What follows belongs to an exercise in optimizing a design on an open flow for small area, a short achievable clock period and few clock cycles per item; a production flow would make more cautious choices. Function was checked by simulation only, so behaviour that the tests miss may differ from the original.

## flow/design.v (module list and top-level ports; edited modules follow where they fit)
// module tau_arith: 2515 lines
module tau_arith (
    input  wire        clk,
    input  wire        rst,           
    input  wire        in_valid,
    output wire        in_ready,
    input  wire        in_fn,         
    input  wire [63:0] in_a,
    input  wire [63:0] in_b,
    output reg         out_valid,
    output reg  [63:0] out_result,
    output reg         out_range
);
  // ...
==> flow/flow/run.sh <==
#!/bin/bash
# The standard layout, with repair_timing asked for more setup slack than the
# clock period needs (so that it sizes the critical paths up), and the port
# buffers made with sky130_fd_sc_hd__buf_2.
set -euo pipefail
bash standard.sh SETUP_SLACK_MARGIN=7 "BUFFER_PORTS_ARGS=-buffer_cell sky130_fd_sc_hd__buf_2" finish > standard_make.log 2>&1
==> flow/standard.sh <==
#!/bin/bash
# synth_recipe.tcl (not shown) runs the flow's synth.tcl, then flattens the netlist and writes it again
# the make line also repeats each setting of config.mk as NAME=value (left out here)
make -C /OpenROAD-flow-scripts/flow DESIGN_CONFIG=/design/flow/config.mk WORK_HOME=/design/flow/orfs CLKGATE_MAP_FILE= SYNTH_SCRIPT=/design/flow/synth_recipe.tcl "${@:-finish}"
==> flow/config.mk <==
export PLATFORM = sky130hd
export DESIGN_NAME = tau_arith
export DESIGN_NICKNAME = tau_arith
export VERILOG_FILES = /design/flow/design.v
export SDC_FILE = /design/flow/constraint.sdc
export NUM_CORES = 4
export LEC_CHECK = 0
export CAP_MARGIN = 20
export CORE_MARGIN = 2
export CORE_UTILIZATION = 40
export SLEW_MARGIN = 20
==> flow/constraint.sdc <==
create_clock -name core_clock -period 14.0 [get_ports {clk}]
set_input_delay 2.8000 -clock core_clock [delete_from_list [all_inputs] [get_ports {clk}]]
set_output_delay 2.8000 -clock core_clock [all_outputs]
set_load 0.01 [all_outputs]
==> flow_summary.yaml, run 1 <==
global_route:
  met3_usage: 0.0561
  busiest_layer: "met2"
  first_global_vias: 25100
  overflow: 0
cells_and_area:
  stdcell_area_um2: 31900
  multi_input_area_share: 0.626
  largest_reg_flops: 64
  fin_util: 0.448
  largest_cell_class: "multi-input combinational cells"
timing:
  whs_ns: 0.532
  worstMarginPinSlew_ns: 1.06
  fin_ws_ns: 7.19
  finalSetupTns_ns: 0
  final.min_clock_period_ns: 6.81
  post-route-period-util: 0.486
  setup_viol: 0
logic_synthesis:
  synth_compound_area_frac: 0.167
  synth_seq_cells: 279
  synth_cells: 3157
  synthAdderAreaFrac: 0.316
critical_path:
  arrival_ns: 7.18
  required_ns: 14.37
  cp.depth: 23
  crit_chain: "nor2b_1 > nand2_1 > nor4_1 > nand2_1 > o211ai_1 > a21oi_1 > or2_2 > nor4_2 > nand3_1 > ha_1 > inv_1 > fa_1 > inv_1 > a21o_1 > a21oi_1 > o21ai_0 > a221o_1 > nand4_1 > a31oi_1 > a41o_1 > o41a_1 > xnor3_1 > a211o_1"
  slowest_stage: "edfxtp_1"
  crit_buf_inv: 2
  path_delay_family: "compound AO/OA/AOI/OAI gates"
  crit_type: "flop to flop"
  reg2reg_depth: 23
  startpoint_type: "flop"
outcome:
  status: "no timing/DRC/antenna violations"
clock_tree:
  cts_buffers: 31
route:
  wl_um: 104000
  wl_met1_um: 41100
  drc: 0
  first_pass_iters: 8
min_path:
  min_delay_path_depth: 1
run:
  cap_violations: 0
place:
  place_inst: 4230
Testbench counts, summed over its fixed seeds: cycles 40,239, items 16,000.
==> run 2: changes to the inputs <==
--- a/flow/design.v
+++ b/flow/design.v
@@ -18,21 +18,33 @@
     reg        s1_m1, s1_m3;      
     reg [10:0] s1_kc;            
     reg [31:0] s1_ahi;            
     reg [31:0] s1_d;              
     reg [31:0] s1_bhi;            
     reg [31:0] s1_xlo;            
     reg [29:0] s1_alo;            
     reg        busy;              
-    reg  [3:0] cnt;               
+    reg        wres;              
+    reg  [2:0] cnt;               
     reg [34:0] dq;                
-    wire last = (cnt == 4'd1);
-    assign in_ready = busy ? last : !(s1_v && !s1_fn && !s1_rng);
-    wire [20:0] rem  = out_result[29:9];
+    reg [20:0] w_r;               
+    reg [31:0] w_sec;             
+    reg  [8:0] w_lo;              
+    reg  [1:0] w_x;               
+    reg        w_rng;             
+    wire last  = busy & (cnt == 3'd1);
+    wire s2_add = s1_v & ~s1_fn & ~s1_rng;
+    wire s2_res = s1_v & (s1_fn | s1_rng);
+    wire [2:0] cnt_set = s1_m1 ? 3'd1 : s1_m3 ? 3'd3 : 3'd7;
+    wire busy_n  = s2_add | (busy & ~last);
+    wire last_n  = s2_add ? s1_m1 : (busy & (cnt == 3'd2));
+    wire wres_n  = s2_res;
+    assign in_ready = ~busy_n | last_n;
+    wire [20:0] rem  = w_r;
     wire [25:0] rp   = {rem, dq[34:30]};
     wire [32:0] ge;
     genvar gi;
     assign ge[0]  = 1'b1;
     assign ge[32] = 1'b0;
     generate
         for (gi = 1; gi < 32; gi = gi + 1) begin : g_cmp
             assign ge[gi] = (rp >= gi * D5);
@@ -83,17 +95,17 @@
             endcase
             if (sel[j]) begin
                 d = d | j[4:0];
                 k = k | kp;
             end
         end
     end
     wire [31:0] dn    = ~s1_d;
-    wire [31:0] sec_b = out_result[63:32];
+    wire [31:0] sec_b = w_sec;
     wire sdg_1 = in_a[32] & ~in_b[32];
     wire sdp_2 = in_a[32] ^ ~in_b[32];
     wire sdg_3 = in_a[33] & ~in_b[33];
     wire sdp_4 = in_a[33] ^ ~in_b[33];
     wire sdg_5 = in_a[34] & ~in_b[34];
     wire sdp_6 = in_a[34] ^ ~in_b[34];
     wire sdg_7 = in_a[35] & ~in_b[35];
     wire sdp_8 = in_a[35] ^ ~in_b[35];
@@ -2453,63 +2465,61 @@
         if (rst)
             s1_v <= 1'b0;
         else
             s1_v <= in_valid & in_ready;
     end
     wire [55:0] u_v = sum[64:9];
     reg  [20:0] r_init;
     reg  [34:0] dq_init;
-    reg  [3:0]  cnt_init;
     always @(*) begin
         if (s1_m1) begin
             r_init   = {1'b0, u_v[24:5]};
             dq_init  = {u_v[4:0], 30'd0};
-            cnt_init = 4'd1;
         end else if (s1_m3) begin
             r_init   = {3'b0, u_v[32:15]};
             dq_init  = {u_v[14:0], 20'd0};
-            cnt_init = 4'd3;
         end else begin
             r_init   = u_v[55:35];
             dq_init  = u_v[34:0];
-            cnt_init = 4'd7;
         end
     end
     wire [5:0]  pl    = {1'b0, sec_b[4:0]} + {1'b0, d};
     wire [31:0] sec_v = {pl[5] ? ph1 : ph0, pl[4:0]};
     always @(posedge clk) begin
+        if (last) begin
+            out_result <= {sec_v, 2'b00, r_step, w_lo};
+            out_range  <= 1'b0;
+        end else begin
+            out_result <= {w_sec, w_x, w_r, w_lo};
+            out_range  <= w_rng;
+        end
+    end
+    always @(posedge clk) begin
         if (rst) begin
             busy      <= 1'b0;
+            wres      <= 1'b0;
             out_valid <= 1'b0;
-        end else if (busy) begin
-            dq  <= {dq[29:0], d};
-            cnt <= cnt - 4'd1;
-            out_result[29:9] <= r_step;
-            if (last) begin
-                out_result[63:32] <= sec_v;
-                busy      <= 1'b0;
-                out_valid <= 1'b1;
-                out_range <= 1'b0;
-            end else begin
-                out_valid <= 1'b0;
+        end else begin
+            if (busy) begin
+                dq  <= {dq[29:0], d};
+                cnt <= cnt - 3'd1;
+                w_r <= r_step;
             end
-        end else if (s1_v) begin
-            if (s1_rng) begin
-                out_valid  <= 1'b1;
-                out_result <= 64'd0;
-                out_range  <= 1'b1;
-            end else if (s1_fn) begin
-                out_valid  <= 1'b1;
-                out_result <= sum[63:0];
-                out_range  <= 1'b0;
-            end else begin
-                out_valid  <= 1'b0;
-                busy       <= 1'b1;
-                cnt        <= cnt_init;
-                dq         <= dq_init;
-                out_result <= {sec_k, 2'b00, r_init, sum[8:0]};
+            out_valid <= last | wres;
+            busy <= busy_n;
+            wres <= wres_n;
+            if (s2_add) begin
+                cnt   <= cnt_set;
+                dq    <= dq_init;
+                w_r   <= r_init;
+                w_sec <= sec_k;
+                w_lo  <= sum[8:0];
+            end else if (wres_n) begin
+                w_sec <= s1_rng ? 32'd0 : sum[63:32];
+                w_x   <= s1_rng ? 2'd0 : sum[31:30];
+                w_r   <= s1_rng ? 21'd0 : sum[29:9];
+                w_lo  <= s1_rng ? 9'd0 : sum[8:0];
+                w_rng <= s1_rng;
             end
-        end else begin
-            out_valid <= 1'b0;
         end
     end
 endmodule
==> run 2 against run 1 <==
Still clean on timing, DRC and antenna; setup slack worse by 0.023 ns; first-iteration DRC count up 2.4%; sequential share of layout area grew 2.4 points; clock skew up 0.020 ns; maximum frequency shrank 0.34%; critical path depth fell by 8.
==> flow_summary.yaml, run 2 <==
timing:
  finalSetupTns_ns: 0
  finalHoldViolCount: 0
  worst_clock_skew_ns: 0.0414
  post-route-period-util: 0.488
  whs_ns: 0.342
  final.min_clock_period_ns: 6.83
  max_slew_margin: 0.243
  fmax_mhz: 146
  slew_viol_final: 0
  setup_viol: 0
  worstMarginPinSlew_ns: 1.12
  rsz0062_at_grt: "false"
floorplan:
  coreArea_um2: 75900
  row_count: 101
  dieArea_um2: 78900
  die_x_um: 281
  initial_core_util: 0.404
  ios: 199
  die_height_um: 281
logic_synthesis:
  netlist_top_cells_area: "fa_1 (21%), dfxtp_1 (16%), edfxtp_1 (10%)"
  synth_top_area_cell: "fa_1"
  synth_seq_cells: 344
  synth_top_cell_area_share: 0.206
  avgSynthCellArea_um2: 9.17
  synth_edf_count: 103
  syn-cell-area_um2: 30700
  async_flop_share: 0
  yosysWarningCount: 1
  ys_types: 100
  synth_cells: 3342
  ys_seq_area_frac: 0.258
  synth_most_common_cell: "inv_1"
  yosys-top-cells-count: "inv_1 (415), fa_1 (316), nor2_1 (243), dfxtp_1 (241), nand2_1 (239)"
  syn-num-nets: 4009
  synthFlopType: "dfxtp_1"
outcome:
  status: "no timing/DRC/antenna violations"
critical_path:
  rrSetupSlack_ns: 7.17
  crit_type: "flop to flop"
  r2r-end: "w_r[4]"
  critPathLaunch: "s1_d[19]"
  reg2reg_depth: 15
  rr_startpoint: "s1_d[19]"
  required_ns: 14.40
  arrival_ns: 7.23
  startpoint_type: "flop"
  cp_max_fo: 13
  endpoint_kind: "flop"
  setup.worst_path.end: "w_r[4]"
place:
  io_buffers: 198
  gp_congestion: 1.00
  dp_hpwl_um: 86400
min_path:
  hold_class: "flop to flop"
  min_delay_path_depth: 0
route:
  vias: 26100
  first_pass_iters: 9
  viasPerCell: 5.74
  drtIter0Drc: 2646
  wire_per_inst_um: 23.5
  drc: 0
  ant_nets: 0
  wl_um: 107000
global_route:
  antenna_found_initial: 2
  first_global_vias: 25800
  grt_pass1_wl_um: 161000
  overflow: 0
  grt_max_degree: 59
  track_usage: 0.270
clock_tree:
  cts_tree: "yes"
  clk_pin_slew_ns: 0.06
  postCtsHoldBufs: 0
  clock_sinks: 344
  cts_buffers: 41
  clock_latency_ns: 0.61
  root_buffer: "clkbuf_16"
  clockBufferDepth: 3
  htreeDepth: 2
cells_and_area:
  layout_common_cells: "inv_1 (415), fa_1 (316), nor2_1 (240), dfxtp_1 (240), nand2_1 (237)"
  reg_top3: "out_result x64, dq x35"
  area_delta_synth_final_pct: 11.3
  largest_reg_flops: 64
  max_flop_register: "out_result"
  drive_gt1_frac: 0.105
  nets: 4147
  layout_commonest_cell: "inv_1"
run:
  cap_violations: 0
[run 2: changes by cell type after synthesis, moves of 15 or more]
cell / previous run / this run
nand3_1: 54 / 69
dfxtp_1: 175 / 241
nor3_1: 85 / 61
a21oi_1: 175 / 194
o21ai_0: 142 / 165
nand2_1: 211 / 239
nor4_1: 46 / 26
nor2_1: 260 / 243
clkbuf_1: 75 / 97
a21o_1: 61 / 84
[run 2: layout make-up]
type | count | area (um^2)
clock buffers | 59 | 1290
fillers | 7420 | 41800
diodes | 1 | 2.50
multi-input cells | 2438 | 20600
well taps | 1030 | 1290
repair buffers | 239 | 1320
flip-flops and latches | 344 | 7920
inverters | 416 | 1560
clock inverters | 16 | 156
[run 2: per-stage QoR]
stage | instance area (um^2) | setup WS (ns) | util | instances
floorplan | 30700 | 8.36 | - | 3342
global placement | 32600 | 6.97 | 0.430 | 4462
detailed placement | 32600 | 7.06 | 0.430 | 4462
CTS | 34100 | 7.05 | 0.449 | 4537
global route | 34100 | 7.03 | 0.449 | 4542
finish | 34100 | 7.17 | 0.449 | 4543
[run 2: kinds of logic after synthesis]
family | Yosys count | share of synthesized area
AO/OA/AOI/OAI | 803 | 0.175
buffers and inverters | 560 | 0.0710
multiplexers | 17 | 0.00575
AND/OR/NAND/NOR | 925 | 0.149
flip-flops | 344 | 0.258
adder cells (fa/ha/maj) | 535 | 0.296
XOR/XNOR | 158 | 0.0456
[run 2: repair_timing]
| item | 4_1_cts | 5_1_grt |
|---|---|---|
| gates resized for setup | 0 | 2 |
| buffers inserted | 0 | 5 |
| endpoints found under the setup margin | 0 | 13 |
[run 2: how the worst min path moves through the flow]
| stage | from | end | slack, ns |
|---|---|---|---|
| final | w_lo[4] | out_result[4] | 0.34 |
| after global routing | w_lo[4] | out_result[4] | 0.36 |
| after CTS | w_lo[4] | out_result[4] | 0.34 |
| after detailed placement | w_lo[4] | out_result[4] | 0.33 |
| after global placement | w_lo[4] | out_result[4] | 0.33 |
| after floorplan | w_lo[0] | out_result[0] | 0.32 |
[run 2: metal layers]
metal	vias up	track usage	wire length (um)	part of all wire
met5	-	0	30	0.00028
met4	4	0.136	6140	0.057
met3	313	0.0456	8330	0.078
met2	1298	0.436	48600	0.45
met1	12600	0.349	43800	0.41
li1	11900	-	-	-
[run 2: worst max-delay path, cell delays in order (launching register included)]
cell and delay, ns:
dfxtp_1 0.78, inv_1 0.29, fa_1 0.60, fa_1 0.46, fa_1 0.41, fa_1 0.53
fa_1 0.42, ha_1 0.52, and3_1 0.28, nand4_1 0.13, or4_1 0.49, o21ai_1 0.53
a21oi_1 0.26, xnor2_1 0.46, a21oi_1 0.21, o21ai_0 0.28
Testbench counts of run 2, summed over its fixed seeds: cycles 32,152, items 16,000.
==> run 3: changes to the inputs <==
==> flow/flow/run.sh (replaced) <==
#!/bin/bash
# The standard layout, with repair_timing asked for more setup slack than the
# clock period needs (so that it sizes the critical paths up), and the port
# buffers made with sky130_fd_sc_hd__buf_2.
set -euo pipefail
bash standard.sh SETUP_SLACK_MARGIN=9 "BUFFER_PORTS_ARGS=-buffer_cell sky130_fd_sc_hd__buf_2" finish > standard_make.log 2>&1
==> run 3 against run 2 <==
Cell area is 18% higher; flip-flop and latch count stayed put; die area unchanged; still clean on timing, DRC and antenna; utilization grew 8.2 points; setup slack improved by 1.1 ns; global-route usage up 2.8 points; non-clock buffer count rose by 301; worst hold slack is essentially flat.
==> flow_summary.yaml, run 3 <==
critical_path:
  cp_max_fo: 13
  startpoint_type: "flop"
  slowest_delay_ns: 0.45
  endpoint_kind: "flop"
  reg2reg_depth: 25
  slowest_stage: "fa_2"
  arrival_ns: 6.08
  required_ns: 14.32
  crit_type: "flop to flop"
  cp_common_cell: "buf_4"
logic_synthesis:
  synthFlopType: "dfxtp_1"
  synth_most_common_cell: "inv_1"
  ys_types: 100
  syn-cell-area_um2: 30700
  async_flop_share: 0
  synth_top_area_cell: "fa_1"
  synth_cells: 3342
  synth_seq_cells: 344
  avgSynthCellArea_um2: 9.17
  yosys-top-cells-count: "inv_1 (415), fa_1 (316), nor2_1 (243), dfxtp_1 (241), nand2_1 (239)"
  yosysWarningCount: 1
  ys_seq_area_frac: 0.258
  synth_top_cell_area_share: 0.206
  synth_edf_count: 103
  netlist_top_cells_area: "fa_1 (21%), dfxtp_1 (16%), edfxtp_1 (10%)"
  syn-num-nets: 4009
floorplan:
  die_x_um: 281
  row_count: 101
  die_height_um: 281
  ios: 199
  initial_core_util: 0.404
  coreArea_um2: 75900
  dieArea_um2: 78900
cells_and_area:
  nets: 4450
  fin_util: 0.531
  reg_top3: "out_result x64, dq x35"
  stdcell_area_um2: 40300
  layout_commonest_cell: "inv_1"
  fin_cells: 4847
  largest_reg_flops: 64
  area_delta_synth_final_pct: 31.6
  max_flop_register: "out_result"
  drive_gt1_frac: 0.317
  layout_common_cells: "inv_1 (371), buf_4 (265), fa_1 (263)"
clock_tree:
  postCtsHoldBufs: 0
  clk_pin_slew_ns: 0.06
  htreeDepth: 2
  clockBufferDepth: 3
  root_buffer: "clkbuf_16"
  clock_latency_ns: 0.61
  cts_buffers: 43
  cts_tree: "yes"
  clock_sinks: 344
route:
  first_pass_iters: 6
  drtIter0Drc: 2723
  route.met2.wl_um: 55000
  routed.top_layer: "met5"
  wl_met1_um: 46600
  drc: 0
  met3_length_um: 9440
  viasPerCell: 5.83
  ant_nets: 0
  vias: 28300
  wire_per_inst_um: 24.7
  wl_um: 120000
global_route:
  grt_max_degree: 76
  first_global_vias: 28400
  track_usage: 0.298
  overflow: 0
  grt_pass1_wl_um: 176000
  antenna_found_initial: 4
timing:
  setup_viol: 0
  worstMarginPinSlew_ns: 1.00
  whs_ns: 0.342
  fin_ws_ns: 8.24
  worst_clock_skew_ns: 0.0212
  max_slew_margin: 0.331
  post-route-period-util: 0.412
  fmax_mhz: 173
  rsz0062_at_grt: "true"
  finalSetupTns_ns: 0
  final.min_clock_period_ns: 5.76
  finalHoldViolCount: 0
  slew_viol_final: 0
place:
  dp_hpwl_um: 89000
  gp_congestion: 0.968
  dp_slack_ns: 7.01
  io_buffers: 198
  place_inst: 4461
  dpl_cell_area_um2: 32800
run:
  cap_violations: 0
min_path:
  min_delay_path_depth: 0
  hold_class: "flop to flop"
outcome:
  status: "no timing/DRC/antenna violations"
## run 3: path summary, 6_finish.rpt
path / end / startpoint / slack, ns
worst min-delay path: out_result[4] / w_lo[4] / 0.34
worst min register to register: out_result[4] / w_lo[4] / 0.34
worst max register to register: w_r[12] / w_r[4] / 8.24
worst max-delay path: w_r[12] / w_r[4] / 8.24
## run 3: kinds of logic (layout without fill, tap and decap cells)
logic type	after synthesis	count (layout)	synth area share
buffers and inverters	560	1034	0.0710
AOI/OAI and AO/OA	803	803	0.175
and+or+nand+nor	925	925	0.149
muxes	17	17	0.00575
xor gates and xnor gates	158	158	0.0456
DFF	344	344	0.258
adders and majority gates	535	535	0.296
other	0	1	0
## run 3: area by class of cell
cell class / count / area (um^2)
clock inverters: 27 / 269
multi-input cells: 2438 / 24000
clock buffers: 51 / 1110
diodes: 1 / 2.50
well taps: 1030 / 1290
flip-flops and latches: 344 / 8040
fillers: 6705 / 35600
inverters: 416 / 1660
repair buffers: 540 / 3960
## run 3: metal layers
metal  global-route usage  vias to the layer above
met2                0.492                     1506
li1                     -                    12500
met1                0.364                    13800
met5                    0                        -
met4                0.175                        2
met3               0.0540                      456
## run 3: critical path, delay by kind of cell (launching register included)
family,cells,cell delay (ns)
buffers and inverters,5,0.80
AO/OA/AOI/OAI,10,1.95
AND/OR/NAND/NOR,7,1.47
adder cells (fa/ha/maj),3,0.85
flip-flops,1,0.39
## run 3: repair_timing
item	4_1_cts	5_1_grt
gates resized for setup	591	241
pin swaps	157	158
setup endpoints to repair	131	124
gates cloned	1	0
buffers inserted	223	83
==> run 4: changes to the inputs <==
==> flow/flow/run.sh (replaced) <==
#!/bin/bash
# The standard layout, with repair_timing asked for more setup slack than the
# clock period needs (so that it sizes the critical paths up), and the port
# buffers made with sky130_fd_sc_hd__buf_2.
set -euo pipefail
bash standard.sh SETUP_SLACK_MARGIN=8 "BUFFER_PORTS_ARGS=-buffer_cell sky130_fd_sc_hd__buf_2" finish > standard_make.log 2>&1
==> run 4 against run 3 <==
Flip-flop and latch count unchanged; clock skew increased by 0.025 ns; wire length decreased by 9.2%; via count decreased by 6.0%; highest routed layer unchanged.
==> flow_summary.yaml, run 4 <==
outcome:
  status: "no timing/DRC/antenna violations"
logic_synthesis:
  netlist_top_cells_area: "fa_1 (21%), dfxtp_1 (16%), edfxtp_1 (10%)"
  synth_edf_count: 103
  synth_top_cell_area_share: 0.206
  syn-num-nets: 4009
  synth_cells: 3342
  yosysWarningCount: 1
  synthFlopType: "dfxtp_1"
  synth_top_area_cell: "fa_1"
  synth_most_common_cell: "inv_1"
  async_flop_share: 0
  avgSynthCellArea_um2: 9.17
  synth_seq_cells: 344
  yosys-top-cells-count: "inv_1 (415), fa_1 (316), nor2_1 (243), dfxtp_1 (241), nand2_1 (239)"
  syn-cell-area_um2: 30700
  ys_types: 100
  ys_seq_area_frac: 0.258
floorplan:
  dieArea_um2: 78900
  coreArea_um2: 75900
  row_count: 101
  die_height_um: 281
  die_x_um: 281
  ios: 199
  initial_core_util: 0.404
timing:
  worst_clock_skew_ns: 0.0461
  max_slew_margin: 0.390
  fmax_mhz: 170
  worstMarginPinSlew_ns: 0.908
  rsz0062_at_grt: "true"
  post-route-period-util: 0.421
  finalSetupTns_ns: 0
  slew_viol_final: 0
  setup_viol: 0
  finalHoldViolCount: 0
  final.min_clock_period_ns: 5.89
critical_path:
  startpoint_type: "flop"
  required_ns: 14.36
  crit_type: "flop to flop"
  cp_max_fo: 8
  endpoint_kind: "flop"
  arrival_ns: 6.25
cells_and_area:
  layout_commonest_cell: "inv_1"
  max_flop_register: "out_result"
  diodes: 0
  reg_top3: "out_result x64, dq x35"
  area_delta_synth_final_pct: 17.2
  largest_reg_flops: 64
  nFillCells: 7307
  drive_gt1_frac: 0.182
  seq_area_um2: 7990
  multiInputGateArea_um2: 21400
  nets: 4253
  layout_common_cells: "inv_1 (395), fa_1 (316), nand2_1 (236)"
clock_tree:
  cts_tree: "yes"
  clock_latency_ns: 0.61
  htreeDepth: 2
  postCtsHoldBufs: 0
  clock_sinks: 344
  root_buffer: "clkbuf_16"
  clk_pin_slew_ns: 0.06
  clockBufferDepth: 3
  cts_buffers: 41
route:
  drc: 0
  drtIter0Drc: 2683
  wire_per_inst_um: 23.4
  wl_um: 109000
  vias: 26600
  first_pass_iters: 6
  ant_nets: 0
  viasPerCell: 5.72
place:
  io_buffers: 198
  dp_hpwl_um: 86400
  gp_congestion: 1.00
min_path:
  hold_class: "flop to flop"
global_route:
  grt_max_degree: 59
  track_usage: 0.274
  grt_pass1_wl_um: 163000
  antenna_found_initial: 2
  overflow: 0
  first_global_vias: 26300
run:
  cap_violations: 0
==> run 4: changes by cell type in the layout (fill, tap and decap cells not counted), moves of 22 or more <==
cell / previous run / this run
o21ai_1: 44 / 19
a21oi_2: 42 / 19
buf_4: 265 / 133
inv_1: 371 / 395
ha_4: 33 / 6
ha_1: 179 / 207
inv_2: 22 / 0
a21oi_1: 134 / 178
buf_6: 66 / 11
fa_2: 53 / 0
fa_1: 263 / 316
o21ai_2: 36 / 7
o21ai_0: 85 / 149
==> run 4: metrics by stage <==
| step | setup slack, ns | utilization | area, um^2 | hold WS [ns] | cells |
|---|---|---|---|---|---|
| floorplan | 8.36 | - | 30700 | 0.323 | 3342 |
| global placement | 6.97 | 0.430 | 32600 | 0.328 | 4462 |
| detailed placement | 7.06 | 0.430 | 32600 | 0.331 | 4462 |
| CTS | 7.86 | 0.457 | 34700 | 0.345 | 4576 |
| global route | 7.86 | 0.473 | 35900 | 0.357 | 4648 |
| finish | 8.11 | 0.473 | 35900 | 0.342 | 4648 |
==> run 4: final cells by class <==
cell class / instances / area share
clock buffers: 59 / 0.0359
multi-input cells: 2438 / 0.596
repair buffers: 345 / 0.0602
flip-flops and latches: 344 / 0.222
clock inverters: 16 / 0.00435
well taps: 1030 / 0.0358
inverters: 416 / 0.0455
==> run 4: worst max-delay path, cell delays in order (launching register included) <==
cell      delay [ns]
edfxtp_1        0.46
buf_6           0.19
a211o_1         0.28
nor4_2          0.28
o31ai_1         0.13
a21o_1          0.22
a311oi_2        0.34
nor2b_2         0.13
buf_4           0.16
buf_4           0.12
nor4_1          0.41
nand4b_1        0.16
nor3_1          0.17
nand3_1         0.19
ha_1            0.39
o2111a_1        0.24
o31ai_4         0.09
o21ai_1         0.22
o31ai_2         0.12
o21a_1          0.22
fa_1            0.53
nor2_1          0.07
a221o_1         0.26
a221o_1         0.26
==> run 4: final timing paths <==
check	from	endpoint	slack (ns)	depth (start not counted)
hold reg to reg	w_lo[4]	out_result[4]	0.34	0
setup / recovery	dq[30]	w_r[18]	8.11	23
setup reg to reg	dq[30]	w_r[18]	8.11	23
hold / removal	w_lo[4]	out_result[4]	0.34	0
==> run 4: cell families after synthesis <==
logic type / after synthesis / synth area share
multiplexers: 17 / 0.00575
XOR/XNOR: 158 / 0.0456
flip-flops: 344 / 0.258
AND/OR/NAND/NOR: 925 / 0.149
adder cells (fa/ha/maj): 535 / 0.296
buffers and inverters: 560 / 0.0710
AO/OA/AOI/OAI: 803 / 0.175
==> run 4: layer usage <==
layer / up-vias / track usage / part of all wire
met5: - / 0 / 0.00026
met4: 4 / 0.148 / 0.065
met3: 371 / 0.0494 / 0.074
met2: 1293 / 0.439 / 0.45
met1: 12800 / 0.351 / 0.41
li1: 12100 / - / -
==> run 4: what timing repair did <==
action,4_1_cts,5_1_grt
setup endpoints to repair,87,72
resized for setup,88,171
setup buffers,39,71
pin swaps,2,38
cloned,0,1

-- what the ideal ports hide --
How much do the figures lean on ideal ports? The routed layouts below were timed once more, with nothing changed but the port constraints.
Step 1 assumes that a clkbuf_16 drives the clock port and a buf_2 every other input.
Step 2 times the ports against the registers' clock, not the clock port: input delays grow and output delays shrink by t, the midpoint of the rising clock arrivals with the driver on.
a / b / c = ideal ports / drivers / drivers and shift; a / b = the first two.
run | shift t [ns] | setup slack, ns | hold slack, ns | worst setup path after step 2 | latest minus earliest clock arrival (ns)
run 1 | 0.674 | 7.190 / 7.190 / 7.190 | 0.532 / 0.532 / 0.532 | register to register | 0.022 / 0.022
run 2 | 0.661 | 7.167 / 7.167 / 7.167 | 0.342 / 0.342 / 0.342 | register to register | 0.042 / 0.042
run 3 | 0.669 | 8.236 / 8.236 / 8.236 | 0.342 / 0.342 / 0.342 | register to register | 0.024 / 0.024
run 4 | 0.651 | 8.109 / 8.109 / 7.746 | 0.342 / 0.342 / 0.342 | input to register | 0.047 / 0.047
After both steps every run listed still meets setup and hold. The setup slack of run 4, which loses most, moves by 0.000 ns with the drivers and by -0.363 ns with both steps.
